What follows belongs to an exercise in optimizing a design on an open flow for small area, a short achievable clock period and few clock cycles; a production flow would make more cautious choices.
The RTL was checked by simulation tests, not by an equivalence proof against the original design.
Power is estimated from default activity; no workload was simulated.

===== flow/run.sh =====
#!/bin/bash
# synth_recipe.tcl (not shown) runs the flow's synth.tcl, then flattens the netlist and writes it again
# the make line also repeats each setting of config.mk as NAME=value (left out here)
make -C /OpenROAD-flow-scripts/flow DESIGN_CONFIG=/design/flow/config.mk WORK_HOME=/design/flow/orfs CLKGATE_MAP_FILE= SYNTH_SCRIPT=/design/flow/synth_recipe.tcl finish

===== flow/config.mk =====
export PLATFORM = sky130hd
export DESIGN_NAME = dsp_exec
export DESIGN_NICKNAME = dsp_exec
export VERILOG_FILES = /design/flow/design.v
export SDC_FILE = /design/flow/constraint.sdc
export NUM_CORES = 4
export LEC_CHECK = 0
export CAP_MARGIN = 20
export CORE_MARGIN = 2
export CORE_UTILIZATION = 40
export SETUP_SLACK_MARGIN = 0.5
export SLEW_MARGIN = 20

===== flow/constraint.sdc =====
create_clock -name core_clock -period 17.0 [get_ports {clk}]
set_input_delay 3.4000 -clock core_clock [delete_from_list [all_inputs] [get_ports {clk}]]
set_output_delay 3.4000 -clock core_clock [all_outputs]
set_load 0.01 [all_outputs]

===== flow/design.v =====
module dsp_exec (
    input  wire        clk,
    input  wire        rst,         
    input  wire        in_valid,
    output wire        in_ready,
    input  wire [35:0] in_insn,
    output reg         out_valid,
    input  wire        out_ready,
    output reg  [31:0] out_d,
    output reg  [39:0] out_acc,
    output reg  [15:0] out_st
);
    localparam OP_LDI   = 6'h0A, OP_MOV   = 6'h0B, OP_MVR   = 6'h0C, OP_LDSI  = 6'h0D;
    localparam OP_ADD   = 6'h10, OP_SUB   = 6'h11, OP_AND   = 6'h12, OP_OR    = 6'h13;
    localparam OP_XOR   = 6'h14, OP_SHL   = 6'h15, OP_SHR   = 6'h16, OP_ASR   = 6'h17;
    localparam OP_CMP   = 6'h18, OP_PAR   = 6'h19, OP_ADDI  = 6'h1A, OP_ANDI  = 6'h1B;
    localparam OP_ORI   = 6'h1C, OP_XORI  = 6'h1D, OP_ADD32 = 6'h1E, OP_SUB32 = 6'h1F;
    localparam OP_MPY   = 6'h20, OP_MAC   = 6'h21, OP_MSU   = 6'h22;
    localparam OP_CLRA  = 6'h24, OP_SHA   = 6'h25, OP_STA   = 6'h26, OP_LDAC  = 6'h27;
    localparam OP_ADDA  = 6'h28, OP_SUBA  = 6'h29, OP_STAP  = 6'h2A;
    reg [15:0] dreg [0:15];
    reg [15:0] dvld;
    reg [39:0] areg [0:3];
    reg [3:0]  avld;
    reg [15:0] st;
    reg        sk_valid;
    reg [35:0] sk_insn;
    assign in_ready = !sk_valid;
    wire accept = in_valid && !sk_valid;
    wire [35:0] nx_insn = sk_valid ? sk_insn : in_insn;
    wire [5:0]  nx_op   = nx_insn[35:30];
    wire        nx_mul  = (nx_op == OP_MPY) || (nx_op == OP_MAC) || (nx_op == OP_MSU) || (nx_op == OP_LDAC);
    wire        nx_mvr  = (nx_op == OP_MVR);
    wire        nx_a32  = (nx_op == OP_ADD32) || (nx_op == OP_SUB32);
    wire [3:0]  nx_aa   = nx_mul ? nx_insn[27:24] : nx_mvr ? nx_insn[29:26] :
                          {nx_insn[25:23], nx_insn[22] & !nx_a32};
    wire [3:0]  nx_ab   = nx_mul ? nx_insn[23:20] : {nx_insn[21:19], nx_insn[18] & !nx_a32};
    wire [1:0]  nx_ap   = (nx_op == OP_SHA) ? nx_insn[29:28] :
                          ((nx_op == OP_ADDA) || (nx_op == OP_SUBA)) ? nx_insn[27:26] : nx_insn[25:24];
    reg        ir_valid;
    reg [35:0] ir;
    reg [3:0]  ir_aa, ir_ab;
    reg [1:0]  ir_ap;
    wire [5:0]  op    = ir[35:30];
    wire [15:0] f_imm = ir[15:0];
    wire [3:0]  f_d   = ir[29:26];
    wire [3:0]  f_sh4 = ir[17:14];
    wire [1:0]  f_acc = ir[29:28];
    wire        f_dir = ir[25];
    wire        sreg17 = (ir[24:20] == 5'd17);
    wire is_ldi   = (op == OP_LDI);
    wire is_mov   = (op == OP_MOV);
    wire is_mvr   = (op == OP_MVR);
    wire is_ldsi  = (op == OP_LDSI);
    wire is_addsub = (op == OP_ADD) || (op == OP_SUB) || (op == OP_CMP) || (op == OP_ADDI);
    wire is_sub16 = (op == OP_SUB) || (op == OP_CMP);
    wire is_log   = (op == OP_AND) || (op == OP_OR) || (op == OP_XOR) ||
                    (op == OP_ANDI) || (op == OP_ORI) || (op == OP_XORI);
    wire is_limm  = (op == OP_ANDI) || (op == OP_ORI) || (op == OP_XORI);
    wire is_and   = (op == OP_AND) || (op == OP_ANDI);
    wire is_or    = (op == OP_OR)  || (op == OP_ORI);
    wire is_shl   = (op == OP_SHL);
    wire is_shr   = (op == OP_SHR);
    wire is_asr   = (op == OP_ASR);
    wire is_sh16  = is_shl || is_shr || is_asr;
    wire is_par   = (op == OP_PAR);
    wire is_a32   = (op == OP_ADD32) || (op == OP_SUB32);
    wire is_s32   = (op == OP_SUB32);
    wire is_mpy   = (op == OP_MPY);
    wire is_mac   = (op == OP_MAC);
    wire is_msu   = (op == OP_MSU);
    wire is_clra  = (op == OP_CLRA);
    wire is_sha   = (op == OP_SHA);
    wire is_sta   = (op == OP_STA);
    wire is_stap  = (op == OP_STAP);
    wire is_ldac  = (op == OP_LDAC);
    wire is_adda  = (op == OP_ADDA) || (op == OP_SUBA);
    wire is_suba  = (op == OP_SUBA);
    reg [31:0] pa, pb;
    integer k;
    always @(*) begin
        pa = 32'd0;
        pb = 32'd0;
        for (k = 0; k < 8; k = k + 1) begin
            pa[15:0]  = pa[15:0]  | ({16{(ir_aa[3:1] == k) && dvld[2*k]}}   & dreg[2*k]);
            pa[31:16] = pa[31:16] | ({16{(ir_aa[3:1] == k) && dvld[2*k+1]}} & dreg[2*k+1]);
            pb[15:0]  = pb[15:0]  | ({16{(ir_ab[3:1] == k) && dvld[2*k]}}   & dreg[2*k]);
            pb[31:16] = pb[31:16] | ({16{(ir_ab[3:1] == k) && dvld[2*k+1]}} & dreg[2*k+1]);
        end
    end
    wire [15:0] da = ir_aa[0] ? pa[31:16] : pa[15:0];
    wire [15:0] db = ir_ab[0] ? pb[31:16] : pb[15:0];
    reg [39:0] av;
    always @(*) begin
        av = 40'd0;
        for (k = 0; k < 4; k = k + 1)
            av = av | ({40{(ir_ap == k) && avld[k]}} & areg[k]);
    end
    wire [15:0] bsrc  = (op == OP_ADDI) ? f_imm : db;
    wire        dosub = is_sub16 || is_s32;
    wire [31:0] ax    = {pa[31:16], da};
    wire [31:0] bx    = {pb[31:16], bsrc} ^ {32{dosub}};
    wire [32:0] sum   = {1'b0, ax} + {1'b0, bx} + {32'd0, dosub};
    wire        c16   = sum[16] ^ ax[16] ^ bx[16];
    wire        v16   = (ax[15] == bx[15]) && (sum[15] != ax[15]);
    wire        v32   = (ax[31] == bx[31]) && (sum[31] != ax[31]);
    wire [15:0] lb    = is_limm ? f_imm : db;
    wire [15:0] logr  = is_and ? (da & lb) : is_or ? (da | lb) : (da ^ lb);
    wire        sha_left = !ir[5];
    wire [5:0]  sha_ramt = 6'd0 - ir[5:0];
    reg  [39:0] w;
    reg         fill;
    reg  [5:0]  amt;
    integer m;
    always @(*) begin
        if (is_sh16) begin
            for (m = 0; m < 16; m = m + 1)
                w[24+m] = is_shl ? da[15-m] : da[m];
            w[23:0] = 24'd0;
            fill = is_asr && da[15];
            amt  = {2'b00, f_sh4};
        end else if (is_sha && sha_left) begin
            for (m = 0; m < 40; m = m + 1)
                w[m] = av[39-m];
            fill = 1'b0;
            amt  = {1'b0, ir[4:0]};
        end else begin
            w    = av;
            fill = av[39];
            amt  = (is_sha) ? sha_ramt : {1'b0, ir[4:0]};
        end
    end
    wire [40:0] shx = {{32{fill}}, w, 1'b0} >> amt;    
    wire [39:0] q    = shx[40:1];
    wire        half = shx[0];
    reg  [39:0] q_rev;
    always @(*) for (m = 0; m < 40; m = m + 1) q_rev[m] = q[39-m];
    wire [15:0] shr16 = is_shl ? q_rev[15:0] : q[39:24];
    wire        shc   = q[23];
    reg         sha_ovf;
    always @(*) begin
        sha_ovf = 1'b0;
        for (m = 8; m < 39; m = m + 1)
            if ({1'b0, ir[4:0]} >= 6'd39 - m[5:0])
                sha_ovf = sha_ovf | (av[m] ^ av[39]);
    end
    wire [39:0] sha_val = sha_left ? q_rev : q;
    reg         sticky;
    always @(*) begin
        sticky = 1'b0;
        for (m = 0; m < 30; m = m + 1)
            if ({1'b0, ir[4:0]} >= m[5:0] + 6'd2)
                sticky = sticky | av[m];
    end
    wire [1:0]  rnd  = st[13:12];
    wire        inc  = ((rnd == 2'd1) && half) || ((rnd == 2'd2) && half && (sticky || q[0]));
    wire [31:0] qi   = q[31:0] + {31'd0, inc};
    wire        hi0_16 = (q[39:15] == 25'd0);
    wire        hi1_16 = (q[39:15] == {25{1'b1}});
    wire        fit16  = hi1_16 || (hi0_16 && !((q[14:0] == 15'h7FFF) && inc));
    wire        hi0_32 = (q[39:31] == 9'd0);
    wire        hi1_32 = (q[39:31] == 9'h1FF);
    wire        fit32  = hi1_32 || (hi0_32 && !((q[30:0] == 31'h7FFFFFFF) && inc));
    wire [15:0] sta16  = fit16 ? qi[15:0] : (q[39] ? 16'h8000 : 16'h7FFF);
    wire [31:0] sta32  = fit32 ? qi : (q[39] ? 32'h80000000 : 32'h7FFFFFFF);
    wire [40:0] mul_s, mul_c;
    dsp_booth u_booth (.a(da), .b(db), .neg(is_msu), .s(mul_s), .c(mul_c));
    reg         e2_valid;
    reg  [40:0] e2_s, e2_c;
    reg         e2_cin;
    reg         e2_usex;      
    reg  [1:0]  e2_acc;
    reg         e2_wra;       
    reg         e2_chk;       
    reg         e2_shaov;     
    reg         e2_shasg;     
    reg  [31:0] e2_d;         
    reg [39:0] xv;
    always @(*) begin
        xv = 40'd0;
        for (k = 0; k < 4; k = k + 1)
            xv = xv | ({40{(e2_acc == k) && avld[k]}} & areg[k]);
    end
    wire [40:0] xx   = e2_usex ? {xv[39], xv} : 41'd0;
    wire [40:0] cs_s = xx ^ e2_s ^ e2_c;
    wire [40:0] cs_c = {(xx[39:0] & e2_s[39:0]) | (xx[39:0] & e2_c[39:0]) | (e2_s[39:0] & e2_c[39:0]), e2_cin};
    wire [40:0] ex   = cs_s + cs_c;
    wire        sata = st[11];
    wire        ov   = e2_chk ? (ex[40] ^ ex[39]) : e2_shaov;
    wire        sgn  = e2_chk ? ex[40] : e2_shasg;
    wire [39:0] accr = (ov && sata) ? (sgn ? {1'b1, 39'd0} : {1'b0, {39{1'b1}}}) : ex[39:0];
    wire        e2_ovf = e2_valid && ov;
    wire out_free = !out_valid || out_ready;
    wire e2_free  = !e2_valid || out_free;
    wire hazard   = e2_valid && e2_wra && (is_sta || is_stap || is_sha || is_adda) && (ir_ap == e2_acc);
    wire ir_go    = ir_valid && e2_free && !hazard;
    wire ir_free  = !ir_valid || ir_go;
    wire [15:0] st_now = {st[15:6], st[5] | e2_ovf, st[4:0]};    
    reg         wr_d, wr_p;
    reg  [15:0] wlo, whi;
    reg  [15:0] st1;          
    always @(*) begin
        wr_d = 1'b0; wr_p = 1'b0;
        wlo  = 16'd0; whi = 16'd0;
        st1  = st_now;
        if (is_ldi) begin
            wr_d = 1'b1; wlo = f_imm;
        end
        if (is_mov) begin
            wr_d = 1'b1; wlo = da;
        end
        if (is_mvr) begin
            if (f_dir) begin
                wr_d = 1'b1; wlo = sreg17 ? st_now : 16'd0;
            end else if (sreg17)
                st1 = da & 16'hFFEF;
        end
        if (is_ldsi && sreg17)
            st1 = f_imm & 16'hFFEF;
        if (is_addsub) begin
            wr_d = (op != OP_CMP); wlo = sum[15:0];
            st1[0] = (sum[15:0] == 16'd0); st1[1] = sum[15]; st1[2] = c16; st1[3] = v16;
        end
        if (is_log) begin
            wr_d = 1'b1; wlo = logr;
            st1[0] = (logr == 16'd0); st1[1] = logr[15]; st1[2] = 1'b0; st1[3] = 1'b0;
        end
        if (is_sh16) begin
            wr_d = 1'b1; wlo = shr16;
            st1[0] = (shr16 == 16'd0); st1[1] = shr16[15];
            if (f_sh4 != 4'd0) st1[2] = shc;
        end
        if (is_par) begin
            wr_d = 1'b1; wlo = {15'd0, ^(da & db)};
            st1[0] = ~(^(da & db));
        end
        if (is_a32) begin
            wr_p = 1'b1; wlo = sum[15:0]; whi = sum[31:16];
            st1[0] = (sum[31:0] == 32'd0); st1[1] = sum[31]; st1[2] = sum[32]; st1[3] = v32;
        end
        if (is_sta) begin
            wr_d = 1'b1; wlo = sta16;
            if (!fit16) st1[5] = 1'b1;
        end
        if (is_stap) begin
            wr_p = 1'b1; wlo = sta32[15:0]; whi = sta32[31:16];
            if (!fit32) st1[5] = 1'b1;
        end
    end
    wire [15:0] whi_bus = wr_p ? whi : wlo;
    wire [40:0] s_in = (is_mpy || is_mac || is_msu) ? mul_s :
                       is_adda ? ({av[39], av} ^ {41{is_suba}}) :
                       is_sha  ? {1'b0, sha_val} :
                       is_ldac ? {{9{pa[31]}}, pa} : 41'd0;
    wire [40:0] c_in = (is_mpy || is_mac || is_msu) ? mul_c : 41'd0;
    integer n;
    always @(posedge clk) begin
        if (!sk_valid)
            sk_insn <= in_insn;
        if (ir_free) begin
            ir    <= nx_insn;
            ir_aa <= nx_aa;
            ir_ab <= nx_ab;
            ir_ap <= nx_ap;
        end
        for (n = 0; n < 16; n = n + 1) begin
            if (ir_go && ((wr_d && f_d == n) || (wr_p && f_d[3:1] == n[3:1]))) begin
                dreg[n] <= n[0] ? whi_bus : wlo;
            end
        end
        for (n = 0; n < 4; n = n + 1)
            if (e2_valid && out_free && e2_wra && e2_acc == n)
                areg[n] <= accr;
        if (e2_free) begin
            e2_s     <= s_in;
            e2_c     <= c_in;
            e2_cin   <= is_suba;
            e2_usex  <= is_mac || is_msu || is_adda;
            e2_acc   <= f_acc;
            e2_wra   <= is_mpy || is_mac || is_msu || is_clra || is_sha || is_ldac || is_adda;
            e2_chk   <= is_mac || is_msu || is_adda;
            e2_shaov <= is_sha && sha_left && sha_ovf;
            e2_shasg <= av[39];
            e2_d     <= {wr_p ? whi : 16'd0, (wr_d || wr_p) ? wlo : 16'd0};
        end
        if (out_free) begin
            out_d   <= e2_d;
            out_acc <= e2_wra ? accr : 40'd0;
            out_st  <= st_now;
        end
        if (rst) begin
            sk_valid  <= 1'b0;
            ir_valid  <= 1'b0;
            e2_valid  <= 1'b0;
            out_valid <= 1'b0;
            dvld      <= 16'd0;
            avld      <= 4'd0;
            st        <= 16'd0;
        end else begin
            sk_valid  <= sk_valid ? !ir_free : (accept && ir_valid && !ir_go);
            if (ir_free)
                ir_valid <= sk_valid || accept;
            if (e2_free)
                e2_valid <= ir_go;
            if (out_free)
                out_valid <= e2_valid;
            for (n = 0; n < 16; n = n + 1)
                if (ir_go && ((wr_d && f_d == n) || (wr_p && f_d[3:1] == n[3:1])))
                    dvld[n] <= 1'b1;
            for (n = 0; n < 4; n = n + 1)
                if (e2_valid && out_free && e2_wra && e2_acc == n)
                    avld[n] <= 1'b1;
            if (ir_go)
                st <= st1;
            else if (e2_valid && out_free)
                st <= st_now;
        end
    end
endmodule
module dsp_booth (
    input  wire [15:0] a,
    input  wire [15:0] b,
    input  wire        neg,    
    output wire [40:0] s,
    output wire [40:0] c
);
    wire [16:0] bx = {b, 1'b0};
    wire [16:0] ax = {a[15], a};
    wire b0_one = bx[1] ^ bx[0];
    wire b0_two = (bx[2] & ~bx[1] & ~bx[0]) | (~bx[2] & bx[1] & bx[0]);
    wire b0_neg = bx[2] ^ neg;
    wire [16:0] pp0 = (({17{b0_one}} & ax) | ({17{b0_two}} & {ax[15:0], 1'b0})) ^ {17{b0_neg}};
    wire b1_one = bx[3] ^ bx[2];
    wire b1_two = (bx[4] & ~bx[3] & ~bx[2]) | (~bx[4] & bx[3] & bx[2]);
    wire b1_neg = bx[4] ^ neg;
    wire [16:0] pp1 = (({17{b1_one}} & ax) | ({17{b1_two}} & {ax[15:0], 1'b0})) ^ {17{b1_neg}};
    wire b2_one = bx[5] ^ bx[4];
    wire b2_two = (bx[6] & ~bx[5] & ~bx[4]) | (~bx[6] & bx[5] & bx[4]);
    wire b2_neg = bx[6] ^ neg;
    wire [16:0] pp2 = (({17{b2_one}} & ax) | ({17{b2_two}} & {ax[15:0], 1'b0})) ^ {17{b2_neg}};
    wire b3_one = bx[7] ^ bx[6];
    wire b3_two = (bx[8] & ~bx[7] & ~bx[6]) | (~bx[8] & bx[7] & bx[6]);
    wire b3_neg = bx[8] ^ neg;
    wire [16:0] pp3 = (({17{b3_one}} & ax) | ({17{b3_two}} & {ax[15:0], 1'b0})) ^ {17{b3_neg}};
    wire b4_one = bx[9] ^ bx[8];
    wire b4_two = (bx[10] & ~bx[9] & ~bx[8]) | (~bx[10] & bx[9] & bx[8]);
    wire b4_neg = bx[10] ^ neg;
    wire [16:0] pp4 = (({17{b4_one}} & ax) | ({17{b4_two}} & {ax[15:0], 1'b0})) ^ {17{b4_neg}};
    wire b5_one = bx[11] ^ bx[10];
    wire b5_two = (bx[12] & ~bx[11] & ~bx[10]) | (~bx[12] & bx[11] & bx[10]);
    wire b5_neg = bx[12] ^ neg;
    wire [16:0] pp5 = (({17{b5_one}} & ax) | ({17{b5_two}} & {ax[15:0], 1'b0})) ^ {17{b5_neg}};
    wire b6_one = bx[13] ^ bx[12];
    wire b6_two = (bx[14] & ~bx[13] & ~bx[12]) | (~bx[14] & bx[13] & bx[12]);
    wire b6_neg = bx[14] ^ neg;
    wire [16:0] pp6 = (({17{b6_one}} & ax) | ({17{b6_two}} & {ax[15:0], 1'b0})) ^ {17{b6_neg}};
    wire b7_one = bx[15] ^ bx[14];
    wire b7_two = (bx[16] & ~bx[15] & ~bx[14]) | (~bx[16] & bx[15] & bx[14]);
    wire b7_neg = bx[16] ^ neg;
    wire [16:0] pp7 = (({17{b7_one}} & ax) | ({17{b7_two}} & {ax[15:0], 1'b0})) ^ {17{b7_neg}};
    wire t1 = pp0[10] ^ pp1[8];
    wire t2 = pp0[10] & pp1[8];
    wire t3 = pp0[11] ^ pp1[9];
    wire t4 = pp0[11] & pp1[9];
    wire t5 = pp0[12] ^ pp1[10] ^ pp2[8];
    wire t6 = (pp0[12] & pp1[10]) | (pp0[12] & pp2[8]) | (pp1[10] & pp2[8]);
    wire t7 = pp3[6] ^ pp4[4];
    wire t8 = pp3[6] & pp4[4];
    wire t9 = pp0[13] ^ pp1[11] ^ pp2[9];
    wire t10 = (pp0[13] & pp1[11]) | (pp0[13] & pp2[9]) | (pp1[11] & pp2[9]);
    wire t11 = pp3[7] ^ pp4[5];
    wire t12 = pp3[7] & pp4[5];
    wire t13 = pp0[14] ^ pp1[12] ^ pp2[10];
    wire t14 = (pp0[14] & pp1[12]) | (pp0[14] & pp2[10]) | (pp1[12] & pp2[10]);
    wire t15 = pp3[8] ^ pp4[6] ^ pp5[4];
    wire t16 = (pp3[8] & pp4[6]) | (pp3[8] & pp5[4]) | (pp4[6] & pp5[4]);
    wire t17 = pp6[2] ^ pp7[0];
    wire t18 = pp6[2] & pp7[0];
    wire t19 = pp0[15] ^ pp1[13] ^ pp2[11];
    wire t20 = (pp0[15] & pp1[13]) | (pp0[15] & pp2[11]) | (pp1[13] & pp2[11]);
    wire t21 = pp3[9] ^ pp4[7] ^ pp5[5];
    wire t22 = (pp3[9] & pp4[7]) | (pp3[9] & pp5[5]) | (pp4[7] & pp5[5]);
    wire t23 = pp6[3] ^ pp7[1];
    wire t24 = pp6[3] & pp7[1];
    wire t25 = ~pp0[16] ^ pp1[14] ^ pp2[12];
    wire t26 = (~pp0[16] & pp1[14]) | (~pp0[16] & pp2[12]) | (pp1[14] & pp2[12]);
    wire t27 = pp3[10] ^ pp4[8] ^ pp5[6];
    wire t28 = (pp3[10] & pp4[8]) | (pp3[10] & pp5[6]) | (pp4[8] & pp5[6]);
    wire t29 = pp6[4] ^ pp7[2] ^ 1'b1;
    wire t30 = (pp6[4] & pp7[2]) | (pp6[4] & 1'b1) | (pp7[2] & 1'b1);
    wire t31 = pp1[15] ^ pp2[13] ^ pp3[11];
    wire t32 = (pp1[15] & pp2[13]) | (pp1[15] & pp3[11]) | (pp2[13] & pp3[11]);
    wire t33 = pp4[9] ^ pp5[7] ^ pp6[5];
    wire t34 = (pp4[9] & pp5[7]) | (pp4[9] & pp6[5]) | (pp5[7] & pp6[5]);
    wire t35 = pp7[3] ^ 1'b1;
    wire t36 = pp7[3] & 1'b1;
    wire t37 = ~pp1[16] ^ pp2[14] ^ pp3[12];
    wire t38 = (~pp1[16] & pp2[14]) | (~pp1[16] & pp3[12]) | (pp2[14] & pp3[12]);
    wire t39 = pp4[10] ^ pp5[8] ^ pp6[6];
    wire t40 = (pp4[10] & pp5[8]) | (pp4[10] & pp6[6]) | (pp5[8] & pp6[6]);
    wire t41 = pp2[15] ^ pp3[13] ^ pp4[11];
    wire t42 = (pp2[15] & pp3[13]) | (pp2[15] & pp4[11]) | (pp3[13] & pp4[11]);
    wire t43 = pp5[9] ^ pp6[7];
    wire t44 = pp5[9] & pp6[7];
    wire t45 = ~pp2[16] ^ pp3[14] ^ pp4[12];
    wire t46 = (~pp2[16] & pp3[14]) | (~pp2[16] & pp4[12]) | (pp3[14] & pp4[12]);
    wire t47 = pp3[15] ^ pp4[13];
    wire t48 = pp3[15] & pp4[13];
    wire t49 = pp0[6] ^ pp1[4];
    wire t50 = pp0[6] & pp1[4];
    wire t51 = pp0[7] ^ pp1[5];
    wire t52 = pp0[7] & pp1[5];
    wire t53 = pp0[8] ^ pp1[6] ^ pp2[4];
    wire t54 = (pp0[8] & pp1[6]) | (pp0[8] & pp2[4]) | (pp1[6] & pp2[4]);
    wire t55 = pp3[2] ^ pp4[0];
    wire t56 = pp3[2] & pp4[0];
    wire t57 = pp0[9] ^ pp1[7] ^ pp2[5];
    wire t58 = (pp0[9] & pp1[7]) | (pp0[9] & pp2[5]) | (pp1[7] & pp2[5]);
    wire t59 = pp3[3] ^ pp4[1];
    wire t60 = pp3[3] & pp4[1];
    wire t61 = pp2[6] ^ pp3[4] ^ pp4[2];
    wire t62 = (pp2[6] & pp3[4]) | (pp2[6] & pp4[2]) | (pp3[4] & pp4[2]);
    wire t63 = pp5[0] ^ b5_neg ^ t1;
    wire t64 = (pp5[0] & b5_neg) | (pp5[0] & t1) | (b5_neg & t1);
    wire t65 = pp2[7] ^ pp3[5] ^ pp4[3];
    wire t66 = (pp2[7] & pp3[5]) | (pp2[7] & pp4[3]) | (pp3[5] & pp4[3]);
    wire t67 = pp5[1] ^ t2 ^ t3;
    wire t68 = (pp5[1] & t2) | (pp5[1] & t3) | (t2 & t3);
    wire t69 = pp5[2] ^ pp6[0] ^ b6_neg;
    wire t70 = (pp5[2] & pp6[0]) | (pp5[2] & b6_neg) | (pp6[0] & b6_neg);
    wire t71 = t4 ^ t5 ^ t7;
    wire t72 = (t4 & t5) | (t4 & t7) | (t5 & t7);
    wire t73 = pp5[3] ^ pp6[1] ^ t6;
    wire t74 = (pp5[3] & pp6[1]) | (pp5[3] & t6) | (pp6[1] & t6);
    wire t75 = t8 ^ t9 ^ t11;
    wire t76 = (t8 & t9) | (t8 & t11) | (t9 & t11);
    wire t77 = b7_neg ^ t10 ^ t12;
    wire t78 = (b7_neg & t10) | (b7_neg & t12) | (t10 & t12);
    wire t79 = t13 ^ t15 ^ t17;
    wire t80 = (t13 & t15) | (t13 & t17) | (t15 & t17);
    wire t81 = t14 ^ t16 ^ t18;
    wire t82 = (t14 & t16) | (t14 & t18) | (t16 & t18);
    wire t83 = t19 ^ t21 ^ t23;
    wire t84 = (t19 & t21) | (t19 & t23) | (t21 & t23);
    wire t85 = t20 ^ t22 ^ t24;
    wire t86 = (t20 & t22) | (t20 & t24) | (t22 & t24);
    wire t87 = t25 ^ t27 ^ t29;
    wire t88 = (t25 & t27) | (t25 & t29) | (t27 & t29);
    wire t89 = t26 ^ t28 ^ t30;
    wire t90 = (t26 & t28) | (t26 & t30) | (t28 & t30);
    wire t91 = t31 ^ t33 ^ t35;
    wire t92 = (t31 & t33) | (t31 & t35) | (t33 & t35);
    wire t93 = pp7[4] ^ t32 ^ t34;
    wire t94 = (pp7[4] & t32) | (pp7[4] & t34) | (t32 & t34);
    wire t95 = t36 ^ t37 ^ t39;
    wire t96 = (t36 & t37) | (t36 & t39) | (t37 & t39);
    wire t97 = pp7[5] ^ 1'b1 ^ t38;
    wire t98 = (pp7[5] & 1'b1) | (pp7[5] & t38) | (1'b1 & t38);
    wire t99 = t40 ^ t41 ^ t43;
    wire t100 = (t40 & t41) | (t40 & t43) | (t41 & t43);
    wire t101 = pp5[10] ^ pp6[8] ^ pp7[6];
    wire t102 = (pp5[10] & pp6[8]) | (pp5[10] & pp7[6]) | (pp6[8] & pp7[6]);
    wire t103 = t42 ^ t44 ^ t45;
    wire t104 = (t42 & t44) | (t42 & t45) | (t44 & t45);
    wire t105 = pp5[11] ^ pp6[9] ^ pp7[7];
    wire t106 = (pp5[11] & pp6[9]) | (pp5[11] & pp7[7]) | (pp6[9] & pp7[7]);
    wire t107 = 1'b1 ^ t46 ^ t47;
    wire t108 = (1'b1 & t46) | (1'b1 & t47) | (t46 & t47);
    wire t109 = ~pp3[16] ^ pp4[14] ^ pp5[12];
    wire t110 = (~pp3[16] & pp4[14]) | (~pp3[16] & pp5[12]) | (pp4[14] & pp5[12]);
    wire t111 = pp6[10] ^ pp7[8] ^ t48;
    wire t112 = (pp6[10] & pp7[8]) | (pp6[10] & t48) | (pp7[8] & t48);
    wire t113 = pp4[15] ^ pp5[13] ^ pp6[11];
    wire t114 = (pp4[15] & pp5[13]) | (pp4[15] & pp6[11]) | (pp5[13] & pp6[11]);
    wire t115 = pp7[9] ^ 1'b1;
    wire t116 = pp7[9] & 1'b1;
    wire t117 = ~pp4[16] ^ pp5[14] ^ pp6[12];
    wire t118 = (~pp4[16] & pp5[14]) | (~pp4[16] & pp6[12]) | (pp5[14] & pp6[12]);
    wire t119 = pp5[15] ^ pp6[13];
    wire t120 = pp5[15] & pp6[13];
    wire t121 = pp0[4] ^ pp1[2];
    wire t122 = pp0[4] & pp1[2];
    wire t123 = pp0[5] ^ pp1[3];
    wire t124 = pp0[5] & pp1[3];
    wire t125 = pp2[2] ^ pp3[0] ^ b3_neg;
    wire t126 = (pp2[2] & pp3[0]) | (pp2[2] & b3_neg) | (pp3[0] & b3_neg);
    wire t127 = pp2[3] ^ pp3[1] ^ t50;
    wire t128 = (pp2[3] & pp3[1]) | (pp2[3] & t50) | (pp3[1] & t50);
    wire t129 = b4_neg ^ t52 ^ t53;
    wire t130 = (b4_neg & t52) | (b4_neg & t53) | (t52 & t53);
    wire t131 = t54 ^ t56 ^ t57;
    wire t132 = (t54 & t56) | (t54 & t57) | (t56 & t57);
    wire t133 = t58 ^ t60 ^ t61;
    wire t134 = (t58 & t60) | (t58 & t61) | (t60 & t61);
    wire t135 = t62 ^ t64 ^ t65;
    wire t136 = (t62 & t64) | (t62 & t65) | (t64 & t65);
    wire t137 = t66 ^ t68 ^ t69;
    wire t138 = (t66 & t68) | (t66 & t69) | (t68 & t69);
    wire t139 = t70 ^ t72 ^ t73;
    wire t140 = (t70 & t72) | (t70 & t73) | (t72 & t73);
    wire t141 = t74 ^ t76 ^ t77;
    wire t142 = (t74 & t76) | (t74 & t77) | (t76 & t77);
    wire t143 = t78 ^ t80 ^ t81;
    wire t144 = (t78 & t80) | (t78 & t81) | (t80 & t81);
    wire t145 = t82 ^ t84 ^ t85;
    wire t146 = (t82 & t84) | (t82 & t85) | (t84 & t85);
    wire t147 = t86 ^ t88 ^ t89;
    wire t148 = (t86 & t88) | (t86 & t89) | (t88 & t89);
    wire t149 = t90 ^ t92 ^ t93;
    wire t150 = (t90 & t92) | (t90 & t93) | (t92 & t93);
    wire t151 = t94 ^ t96 ^ t97;
    wire t152 = (t94 & t96) | (t94 & t97) | (t96 & t97);
    wire t153 = t98 ^ t100 ^ t101;
    wire t154 = (t98 & t100) | (t98 & t101) | (t100 & t101);
    wire t155 = t102 ^ t104 ^ t105;
    wire t156 = (t102 & t104) | (t102 & t105) | (t104 & t105);
    wire t157 = t106 ^ t108 ^ t109;
    wire t158 = (t106 & t108) | (t106 & t109) | (t108 & t109);
    wire t159 = t110 ^ t112 ^ t113;
    wire t160 = (t110 & t112) | (t110 & t113) | (t112 & t113);
    wire t161 = pp7[10] ^ t114 ^ t116;
    wire t162 = (pp7[10] & t114) | (pp7[10] & t116) | (t114 & t116);
    wire t163 = pp7[11] ^ 1'b1 ^ t118;
    wire t164 = (pp7[11] & 1'b1) | (pp7[11] & t118) | (1'b1 & t118);
    wire t165 = ~pp5[16] ^ pp6[14] ^ pp7[12];
    wire t166 = (~pp5[16] & pp6[14]) | (~pp5[16] & pp7[12]) | (pp6[14] & pp7[12]);
    wire t167 = pp6[15] ^ pp7[13];
    wire t168 = pp6[15] & pp7[13];
    wire t169 = pp0[2] ^ pp1[0];
    wire t170 = pp0[2] & pp1[0];
    wire t171 = pp0[3] ^ pp1[1];
    wire t172 = pp0[3] & pp1[1];
    wire t173 = pp2[0] ^ b2_neg ^ t121;
    wire t174 = (pp2[0] & b2_neg) | (pp2[0] & t121) | (b2_neg & t121);
    wire t175 = pp2[1] ^ t122 ^ t123;
    wire t176 = (pp2[1] & t122) | (pp2[1] & t123) | (t122 & t123);
    wire t177 = t49 ^ t124 ^ t125;
    wire t178 = (t49 & t124) | (t49 & t125) | (t124 & t125);
    wire t179 = t51 ^ t126 ^ t127;
    wire t180 = (t51 & t126) | (t51 & t127) | (t126 & t127);
    wire t181 = t55 ^ t128 ^ t129;
    wire t182 = (t55 & t128) | (t55 & t129) | (t128 & t129);
    wire t183 = t59 ^ t130 ^ t131;
    wire t184 = (t59 & t130) | (t59 & t131) | (t130 & t131);
    wire t185 = t63 ^ t132 ^ t133;
    wire t186 = (t63 & t132) | (t63 & t133) | (t132 & t133);
    wire t187 = t67 ^ t134 ^ t135;
    wire t188 = (t67 & t134) | (t67 & t135) | (t134 & t135);
    wire t189 = t71 ^ t136 ^ t137;
    wire t190 = (t71 & t136) | (t71 & t137) | (t136 & t137);
    wire t191 = t75 ^ t138 ^ t139;
    wire t192 = (t75 & t138) | (t75 & t139) | (t138 & t139);
    wire t193 = t79 ^ t140 ^ t141;
    wire t194 = (t79 & t140) | (t79 & t141) | (t140 & t141);
    wire t195 = t83 ^ t142 ^ t143;
    wire t196 = (t83 & t142) | (t83 & t143) | (t142 & t143);
    wire t197 = t87 ^ t144 ^ t145;
    wire t198 = (t87 & t144) | (t87 & t145) | (t144 & t145);
    wire t199 = t91 ^ t146 ^ t147;
    wire t200 = (t91 & t146) | (t91 & t147) | (t146 & t147);
    wire t201 = t95 ^ t148 ^ t149;
    wire t202 = (t95 & t148) | (t95 & t149) | (t148 & t149);
    wire t203 = t99 ^ t150 ^ t151;
    wire t204 = (t99 & t150) | (t99 & t151) | (t150 & t151);
    wire t205 = t103 ^ t152 ^ t153;
    wire t206 = (t103 & t152) | (t103 & t153) | (t152 & t153);
    wire t207 = t107 ^ t154 ^ t155;
    wire t208 = (t107 & t154) | (t107 & t155) | (t154 & t155);
    wire t209 = t111 ^ t156 ^ t157;
    wire t210 = (t111 & t156) | (t111 & t157) | (t156 & t157);
    wire t211 = t115 ^ t158 ^ t159;
    wire t212 = (t115 & t158) | (t115 & t159) | (t158 & t159);
    wire t213 = t117 ^ t160 ^ t161;
    wire t214 = (t117 & t160) | (t117 & t161) | (t160 & t161);
    wire t215 = t119 ^ t162 ^ t163;
    wire t216 = (t119 & t162) | (t119 & t163) | (t162 & t163);
    wire t217 = t120 ^ t164 ^ t165;
    wire t218 = (t120 & t164) | (t120 & t165) | (t164 & t165);
    wire t219 = 1'b1 ^ t166 ^ t167;
    wire t220 = (1'b1 & t166) | (1'b1 & t167) | (t166 & t167);
    wire t221 = ~pp6[16] ^ pp7[14] ^ t168;
    wire t222 = (~pp6[16] & pp7[14]) | (~pp6[16] & t168) | (pp7[14] & t168);
    wire t223 = pp7[15] ^ 1'b1;
    wire t224 = pp7[15] & 1'b1;
    assign s = {1'b1, 1'b1, 1'b1, 1'b1, 1'b1, 1'b1, 1'b1, 1'b1, 1'b1, 1'b1, ~pp7[16], t222, t220, t218, t216, t214, t212, t210, t208, t206, t204, t202, t200, t198, t196, t194, t192, t190, t188, t186, t184, t182, t180, t178, t176, t174, t172, t170, b1_neg, pp0[1], pp0[0]};
    assign c = {1'b0, 1'b0, 1'b0, 1'b0, 1'b0, 1'b0, 1'b0, 1'b0, 1'b0, 1'b0, t224, t223, t221, t219, t217, t215, t213, t211, t209, t207, t205, t203, t201, t199, t197, t195, t193, t191, t189, t187, t185, t183, t181, t179, t177, t175, t173, t171, t169, 1'b0, b0_neg};
endmodule

==> run notes, run 1 <==
Worst setup path
STA puts the critical path data required time at 17.46 ns. The worst setup path is captured at a flip-flop. The worst setup path is launched from a flip-flop. On the worst path, the slowest cell contributes a delay of 0.98 ns. For this design, the slowest cell found on the critical path is sky130_fd_sc_hd__o311ai_0. The worst setup path is of the reg2reg kind. Together, buffers and inverters on the worst path number 6. The largest delay contributor family on the critical path is compound AO/OA/AOI/OAI gates. In this run the worst path has a maximum fanout of 41.

The most numerous cell on the critical path is sky130_fd_sc_hd__buf_4. The data arrival time of the critical path is 9.19 ns.

Synthesis
Of the total synthesized cell area, the portion taken by AND, OR, NAND and NOR gates is 0.143. The count of flip-flops with a built-in enable after synthesis is 657. The post-synthesis average cell area is 9.78 um2. The number of synthesized register bits is 732.

Of the total synthesized cell area, the portion taken by full adders, half adders and majority gates is 0.0789. The number of nets in the synthesized netlist is 5,556. The most instantiated library cell after synthesis is sky130_fd_sc_hd__edfxtp_1. The post-synthesis cell area is 51,400 um2. The top-area cell type share of the netlist area is 0.384. The Yosys step of the flow raised 3 warnings. Synthesis produced a netlist whose cell count is 5,260.

The mux share of post-synthesis cell area is 0.0309. Yosys attributes the largest share of cell area to sky130_fd_sc_hd__edfxtp_1 38%, sky130_fd_sc_hd__fa_1 4.4%, sky130_fd_sc_hd__xnor2_1 3.8%. For this run, asynchronously set or reset flops after synthesis account for 0.

After synthesis, the largest family of logic cells by area is compound AO/OA/AOI/OAI gates. The portion of the post-synthesis area used by sequential elements is 0.413. Counting instances in the post-synthesis netlist gives the leading cell types as 657 x sky130_fd_sc_hd__edfxtp_1, 431 x sky130_fd_sc_hd__nor2_1, 422 x sky130_fd_sc_hd__nand2_1, 305 x sky130_fd_sc_hd__a21oi_1, 279 x sky130_fd_sc_hd__inv_1. The primary flip-flop cell chosen by synthesis mapping is sky130_fd_sc_hd__edfxtp_1.

The compound-cell area share of the yosys netlist is 0.223. The dominant cell type by area after synthesis is sky130_fd_sc_hd__edfxtp_1. Of the total synthesized cell area, the portion taken by XOR and XNOR cells is 0.0593. The distinct cell type count after synthesis is 114.

Timing
The post-layout worst setup margin is 8.27 ns. The final critical-path share of the clock period is 0.514. The final hold violation count is 0. Headroom to the max-slew limit came out at 0.157. The final-layout setup total negative slack is 0 ns.

The worst-case hold slack is 0.416 ns. For this run, the top clock speed supported by timing is 0.115 GHz. Setup repair after global routing left no endpoint under its margin. The final critical delay including setup and external delays is 8.73 ns. The number of pins exceeding their max-slew limit in the final report came to 0. The worst clock skew is 0.0381 ns. For the pin with the worst max-slew slack, the measured transition is 1.26 ns. The count of endpoints failing setup in the final report is 0.

Clock tree
The number of clock buffers added by TritonCTS is 82. Counting along the longest clock path gives a buffer depth of 3. The number of hold buffers added after CTS was 0. The total number of clock tree sinks is 732. The clock latency reported for the late side of the worst-skew pair is 0.72 ns. The number of buffers inserted to repair setup after CTS is 0. The register clock-pin slew on the reported worst setup and hold paths is 0.06 ns. The H-tree depth is 3. The cell at the root of the clock tree is sky130_fd_sc_hd__clkbuf_16. TritonCTS built the clock tree. The number of instances resized during post-cts repair is 0.

GRT
The overflow left after global routing is 0. The number of antenna violations at the first check in global routing is 11. The overall fraction of global-route tracks in use is 0.346. The number of global-route vias before repair is 43,815. The largest net degree at the start of global routing is 64.

The wire length of the first global-routing pass is 329 mm.

Floorplan
The floorplan step defined a die boundary enclosing 131,000 um2. During I/O placement, the number of pins put on the boundary was 130. For this configuration, the core starts out at a cell density of 0.403. The core region is 128,000 um2. In this run the horizontal extent of the chip is 363 um.

Measured along the y axis, the die boundary spans 363 um. The number of standard-cell rows in the floorplan is 131.

Power
The share of total power dissipated in sequential elements is 0.413. The total power per unit cell area is 86.9 nW/um2. Of the total power, the clock network draws 0.368. The analysis attributes to cell leakage a power of 22.2 nW.

Of the total power, the share spent switching nets is 0.321. VDD sags by at most 0.0750 mV. The internal portion of the total power is 3.42 mW. The relative contribution of combinational cells to total power is 0.219. The power spent charging and discharging nets is 1.62 mW.

Placed design
Summing all placed instances gives a cell area of 55,200 um2. During placement, the flow inserted port buffers numbering 128. Once detailed placement completed, the half-perimeter wirelength came to 170 mm. The weighted congestion at the end of routability-driven global placement is 1.06. Timing analysis after detailed placement gives a worst setup slack of 8.62 ns.

Status
The run finished with no timing, DRC or antenna violations.

Drt
Dividing the detail-routed wire length by the instance count gives 33.4 um. Across all layers, the routed design uses 47,346 vias. The number of optimization iterations in the first detailed-route pass is 12. After detailed routing, the total wire length is 235 mm. The number of nets with antenna violations after detailed routing is 0.

After detailed routing, the number of remaining DRC violations is 0. The violation count after the first detailed-routing iteration is 8,351. Using the TritonRoute via totals, the vias-per-cell ratio works out to 6.75.

Final layout
The number of nets at the end of the flow is 5,583. The area growth from synthesis to layout is 12.7%. The filler cells instantiated in the layout total 12,081.

The summed area of non-filler cells in the final layout is 58,000 um2. Of the cells placed in the final design, the portion with a size suffix greater than 1 is 0.103.

Worst hold path
The kind of path behind the tightest hold check is reg2reg.

Run
The number of max-capacitance violations reported is 0.
worst reg2reg max path, delay by kind of cell (launching register included):
family          cells  cell delay, ns
compound gates     12            3.42
xor+xnor            1            0.15
fa+ha+maj           3            0.94
simple gates        5            0.99
buf+inv             6            2.00
mux                 1            0.43
flops               1            0.56
worst paths after layout:
| check | start | end | slack [ns] | cells past startpoint |
|---|---|---|---|---|
| max | avld[2] | out_acc[1] | 8.27 | 28 |
| min reg2reg | e2_d[2] | out_d[2] | 0.42 | 0 |
| min | e2_d[2] | out_d[2] | 0.42 | 0 |
| max reg2reg | avld[2] | out_acc[1] | 8.27 | 28 |
flip-flops by register name, indices dropped and copies added, names as in the netlist, 30 cells and up:
signal,flops
e2_d,32
ir,34
out_d,32
dreg,256
e2_c,30
out_acc,40
areg,160
e2_s,41
sk_insn,36
power groups by stage:
stage | logic [mW] | registers, mW | clock network [mW]
global placement | 1.05 | 2.11 | 0
finish | 1.10 | 2.08 | 1.85
CTS | 1.05 | 2.08 | 1.87
global route | 1.13 | 2.08 | 1.93
detailed placement | 1.04 | 2.12 | 0
floorplan | 0.601 | 2.09 | 0
final cells by class:
cell class                 count  area, um2  share of cell area
clock inverter                39        498             0.00859
tap                         1662       2080              0.0359
timing repair buffer         328       2780              0.0479
antenna                        2       5.00           0.0000864
sequential                   732      21200               0.366
multi-input combinational   3854      28000               0.483
inverter                     289       1090              0.0188
clock buffer                 112       2280              0.0393
metal layers:
metal | track usage | vias to the layer above | share of wire
li1 | - | 19940 | -
met1 | 0.460 | 22898 | 0.38
met2 | 0.504 | 3726 | 0.42
met3 | 0.0860 | 774 | 0.13
met4 | 0.219 | 8 | 0.075
met5 | 0.00111 | - | 0.00027
stage by stage:
stage	power (mW)	utilization	instances
2_1_floorplan	2.69	-	5260
3_3_place_gp	3.16	0.432	6865
3_5_place_dp	3.16	0.433	6865
4_1_cts	4.99	0.454	7016
5_1_grt	5.14	0.454	7016
6_report	5.03	0.454	7018
logic make-up after synthesis:
| kind of cell | after synthesis |
|---|---|
| xor+xnor | 348 |
| flops | 732 |
| fa+ha+maj | 256 |
| mux | 131 |
| simple gates | 1475 |
| other cells | 1 |
| buf+inv | 674 |
| compound gates | 1643 |
cell usage in the layout (no fill, tap or decap), types with 114 or more instances in the layout:
| cell type | Yosys | routed |
|---|---|---|
| sky130_fd_sc_hd__a22oi_1 | 184 | 184 |
| sky130_fd_sc_hd__inv_1 | 279 | 279 |
| sky130_fd_sc_hd__xnor2_1 | 223 | 221 |
| sky130_fd_sc_hd__xor2_1 | 125 | 118 |
| sky130_fd_sc_hd__a21oi_1 | 305 | 303 |
| sky130_fd_sc_hd__o22ai_1 | 144 | 144 |
| sky130_fd_sc_hd__nor2_1 | 431 | 424 |
| sky130_fd_sc_hd__ha_1 | 142 | 142 |
| sky130_fd_sc_hd__buf_4 | 8 | 200 |
| sky130_fd_sc_hd__clkdlybuf4s50_1 | 0 | 127 |
| sky130_fd_sc_hd__fa_1 | 114 | 114 |
| sky130_fd_sc_hd__o21ai_0 | 252 | 249 |
| sky130_fd_sc_hd__edfxtp_1 | 657 | 657 |
| sky130_fd_sc_hd__nand2_1 | 422 | 421 |
Testbench counts, summed over its fixed seeds: cycles 32,773.
==> run 2, diff against run 1 <==
==> flow/flow/run.sh (new file) <==
#!/bin/bash
# Standard ORFS layout (the standard.sh), with the setup repair aiming
# for slack well beyond the 17 ns clock: SETUP_SLACK_MARGIN is raised so
# repair_timing works the paths down to about 6 ns.  The clock, constraints
# and every other step are unchanged.
set -euo pipefail
MARGIN=${MARGIN:-11}
bash standard.sh SETUP_SLACK_MARGIN=$MARGIN finish > flow_make.log 2>&1
==> flow/standard.sh (new file) <==
#!/bin/bash
# synth_recipe.tcl (not shown) runs the flow's synth.tcl, then flattens the netlist and writes it again
# the make line also repeats each setting of config.mk as NAME=value (left out here)
make -C /OpenROAD-flow-scripts/flow DESIGN_CONFIG=/design/flow/config.mk WORK_HOME=/design/flow/orfs CLKGATE_MAP_FILE= SYNTH_SCRIPT=/design/flow/synth_recipe.tcl "${@:-finish}"
removed: flow/run.sh
==> run 2 against run 1 <==
Net effect: register-to-register slack improved by 2.3 ns; global-route usage rose by 2.0 points; sequential share of layout area fell by 5.1 points; largest cell class unchanged; worst setup slack improved by 2.3 ns.
==> run notes, run 2 <==
Synthesis
The portion of the post-synthesis area used by sequential elements is 0.413 (unchanged). The fraction of registers with async set/reset is 0 (unchanged). The top-area cell type share of the netlist area came to 0.384 (unchanged). The dominant cell type by area after synthesis is sky130_fd_sc_hd__edfxtp_1.

The post-synthesis cell area is 51,400 um2 (unchanged). By area the synthesized netlist is led by sky130_fd_sc_hd__edfxtp_1 38%, sky130_fd_sc_hd__fa_1 4.4%, sky130_fd_sc_hd__xnor2_1 3.8%. The net count after synthesis was 5,556 (unchanged).

The most used flip-flop cell after synthesis is sky130_fd_sc_hd__edfxtp_1. The synthesized instance count is 5,260 (unchanged). The post-synthesis average cell area is 9.78 um2 (unchanged). The synthesis warning total is 3 (unchanged). The distinct cell type count after synthesis was 114 (unchanged). In the synthesized netlist, the cells that appear most often are 657 x sky130_fd_sc_hd__edfxtp_1, 431 x sky130_fd_sc_hd__nor2_1, 422 x sky130_fd_sc_hd__nand2_1, 305 x sky130_fd_sc_hd__a21oi_1, 279 x sky130_fd_sc_hd__inv_1. The count of flip-flops with a built-in enable after synthesis is 657 (unchanged). The number of synthesized register bits is 732 (unchanged). Among all cell types in the netlist, the one instantiated most often is sky130_fd_sc_hd__edfxtp_1.

Timing
The final-layout setup total negative slack is 0 ns (unchanged). The final critical delay including setup and external delays is 6.44 ns (-2.29 ns). The upper clock frequency limit is 0.155 GHz (+36%).

The worst-margin pin slew is 1.24 ns (-0.0194 ns). The number of pins exceeding their max-slew limit in the final report is 0 (unchanged). The final hold violation count is 0 (unchanged). The worst-case hold slack came to 0.417 ns (+0.000551 ns). The post-layout worst setup margin is 10.56 ns (+2.29 ns). The count of endpoints failing setup in the final report is 0 (unchanged). The final critical-path share of the clock period is 0.379 (-0.135).

Setup repair after global routing could not meet its margin everywhere. The worst clock skew is 0.0513 ns (+0.0132 ns). The max-slew headroom at the worst pin is 0.170 (+0.0130).

Placed design
The placed standard-cell area is 55,300 um2 (+0.24%). The weighted congestion at the end of routability-driven global placement came to 1.06 (+0.43%). The post-DP HPWL is 172 mm (+1.1%). The pre-CTS setup slack is 8.45 ns (-0.173 ns). The instance count after placement with tap cells included came to 6,850 (-0.22%).

The quantity of I/O buffers inserted on ports came to 128 (unchanged).

Floorplan
The number of standard-cell rows in the floorplan is 131 (unchanged). The initial standard-cell utilization of the core is 0.403 (unchanged). The chip height came to 363 um (unchanged).

The placeable core region is 128,000 um2 (unchanged). The die boundary width was 363 um (unchanged). The I/O pin count was 130 (unchanged).

The area of the die is 131,000 um2 (unchanged).

Worst setup path
The data arrival time of the critical path is 7.05 ns (-2.14 ns). The capturing element type of the critical path is a flip-flop. The data required time of the critical path is 17.60 ns (+0.14 ns). The largest individual stage delay along the critical path comes from the cell sky130_fd_sc_hd__nand4_1. The delay of the slowest critical-path stage is 0.51 ns (-0.47 ns). The most numerous cell on the critical path is sky130_fd_sc_hd__a21o_1. The critical path buffer and inverter count is 5 (-1). The kind of critical path is reg2reg.

The largest fanout on the critical path came to 8 (-80%). The largest delay contributor family on the critical path is compound AO/OA/AOI/OAI gates. The kind of launch point of the worst setup path is a flip-flop.

Drt
The number of vias per cell was 6.78 (+0.55%). The routed length per placed instance was 33.9 um (+1.4%). The number of optimization iterations in the first detailed-route pass is 10 (-2). The count of unresolved DRC violations after routing is 0 (unchanged).

The number of nets with antenna violations after detailed routing is 0 (unchanged). The violation count after the first detailed-routing iteration is 8,870 (+6.2%). The wire length after detailed routing is 254 mm (+8.2%). The total via count in the routed design is 50,821 (+7.3%).

GRT
The number of antenna violations at the first check in global routing was 6 (-5). The number of global-route vias before repair came to 46,582 (+6.3%). The overflow left after global routing came to 0 (unchanged). The wire length of the first global-routing pass is 348 mm (+5.8%). The largest net degree at the start of global routing was 69 (+7.8%).

The overall fraction of global-route tracks in use came to 0.366 (+0.0200).

Clock tree
The number of buffers created by CTS came to 81 (-1.2%). The H-tree depth was 3 (unchanged). The register clock-pin slew on the reported worst setup and hold paths was 0.07 ns (about the same). The number of buffers on the longest clock path is 3 (unchanged). The total number of clock tree sinks is 732 (unchanged). The cell at the root of the clock tree is sky130_fd_sc_hd__clkbuf_16.

The number of buffers inserted for hold repair after clock tree synthesis is 0 (unchanged). The clock latency reported for the late side of the worst-skew pair is 0.72 ns (about the same). TritonCTS built the clock tree.

Final layout
Leaving out fill and tap cells, the most frequent cell in the layout is sky130_fd_sc_hd__edfxtp_1. The final cell utilization of the core is 0.527 (+0.0728). The summed area of non-filler cells in the final layout is 67,200 um2 (+16%). The number of flip-flops under the largest register name is 256 (unchanged).

The register with the most flip-flops is dreg. The largest registers in the layout are dreg x256, areg x160, e2_s x41. The area growth from synthesis to layout is 30.8%. The fraction of layout instances using a drive strength above 1 came to 0.273 (+0.170). The count of fill cells added during filler insertion was 11,166 (-7.6%). The final non-filler cell total was 7,492 (+6.8%).

Leaving out fill and tap cells, the most frequent cells in the layout are 657 x sky130_fd_sc_hd__edfxtp_1, 480 x sky130_fd_sc_hd__buf_4, 385 x sky130_fd_sc_hd__nor2_1, 378 x sky130_fd_sc_hd__nand2_1, 270 x sky130_fd_sc_hd__inv_1. The number of nets at the end of the flow is 6,061 (+8.6%).

Power
The total power per unit cell area came to 79.0 nW/um2 (-9.1%). The maximum ir drop on the vdd rail was 0.0869 mV (+16%). The post-route total power is 5.31 mW (+5.5%). The leakage power is 25.9 nW (+17%).

Status
The run finished with no timing, DRC or antenna violations.

Worst hold path
The kind of path behind the tightest hold check is reg2reg.

Run
The number of max-capacitance violations reported is 0 (unchanged).
-- run 2: cell counts after synthesis --
Identical to the previous run, type by type.
-- run 2: final timing paths --
check	start	endpoint	slack (ns)	cells past startpoint
worst max register to register	ir_ab[1]	st[0]	10.56	27
worst max-delay path	ir_ab[1]	st[0]	10.56	27
worst min register to register	e2_d[8]	out_d[8]	0.42	0
worst min-delay path	e2_d[8]	out_d[8]	0.42	0
-- run 2: per-layer routing --
layer	vias to the layer above	GRT usage	share of wire
li1	20914	-	-
met1	24632	0.480	0.37
met2	4218	0.535	0.42
met3	1049	0.0893	0.13
met4	8	0.246	0.087
met5	-	0	0.00019
-- run 2: cells by family (layout without fill, tap and decap cells) --
family	Yosys count	after routing	synth area share
AOI/OAI and AO/OA	1643	1644	0.223
and+or+nand+nor	1475	1476	0.143
DFF	732	732	0.413
buffers and inverters	674	1239	0.0525
xor gates and xnor gates	348	348	0.0593
adders and majority gates	256	256	0.0789
muxes	131	131	0.0309
other	1	4	0.0000729
-- run 2: repair_timing --
item,CTS,global route
setup endpoints to repair,533,503
endpoints found under the hold margin,0,0
pin swaps,115,218
gates resized for setup,525,488
gates cloned,17,12
buffers inserted,235,229
-- run 2: area by class of cell --
type	count	area [um2]	area share
Tap cell	1662	2080	0.0309
Antenna cell	3	7.51	0.000112
Timing Repair Buffer	804	8000	0.119
Sequential cell	732	21200	0.316
Clock buffer	93	2130	0.0317
Clock inverter	52	552	0.00821
Inverter	289	1140	0.0169
Multi-Input combinational cell	3856	32100	0.477
Timing Repair inverter	1	5.00	0.0000744
-- run 2: worst reg2reg max path, delay by kind of cell, from the launching register on --
kind                       cells  cell delay, ns
buffers and inverters          5            0.70
adders and majority gates      1            0.38
muxes                          1            0.41
DFF                            1            0.37
and+or+nand+nor                6            1.55
xor gates and xnor gates       2            0.38
AOI/OAI and AO/OA             12            2.53
-- run 2: power by group --
part           total [mW]  switching [mW]  internal (mW)
registers            2.07          0.0357           2.03
clock network        1.81           0.784           1.03
logic                1.43           0.935          0.492
total                5.31            1.75           3.56

==> static timing again, ports no longer ideal <==
The flow's constraints put no driver on any port. The routed layouts listed below were extracted and timed again, unchanged, in two steps. Step 1 (the two cells are an assumption about what drives the block):
set clk [get_ports {clk}]
set_driving_cell -lib_cell sky130_fd_sc_hd__clkbuf_16 $clk
set_driving_cell -lib_cell sky130_fd_sc_hd__buf_2 [delete_from_list [all_inputs] $clk]
Step 2 also shifts input and output timing later by t, the mid clock arrival at the registers, as if the neighbouring blocks saw the same clock. a / b / c = ideal / step 1 / step 2; a / b = the first two.
run | shift t [ns] | setup slack, ns | worst setup path after step 2 | worst register clock-pin slew, ns | pins driven straight from the clock port
run 1 | 0.778 | 8.270 / 8.270 / 8.270 | register to register | 0.07 / 0.07 | 1
run 2 | 0.777 | 10.558 / 10.558 / 10.545 | input to register | 0.08 / 0.08 | 1
After both steps setup and hold are still met in every run listed. The setup slack of run 2, which loses most, moves by 0.000 ns with the drivers and by -0.013 ns with both steps.
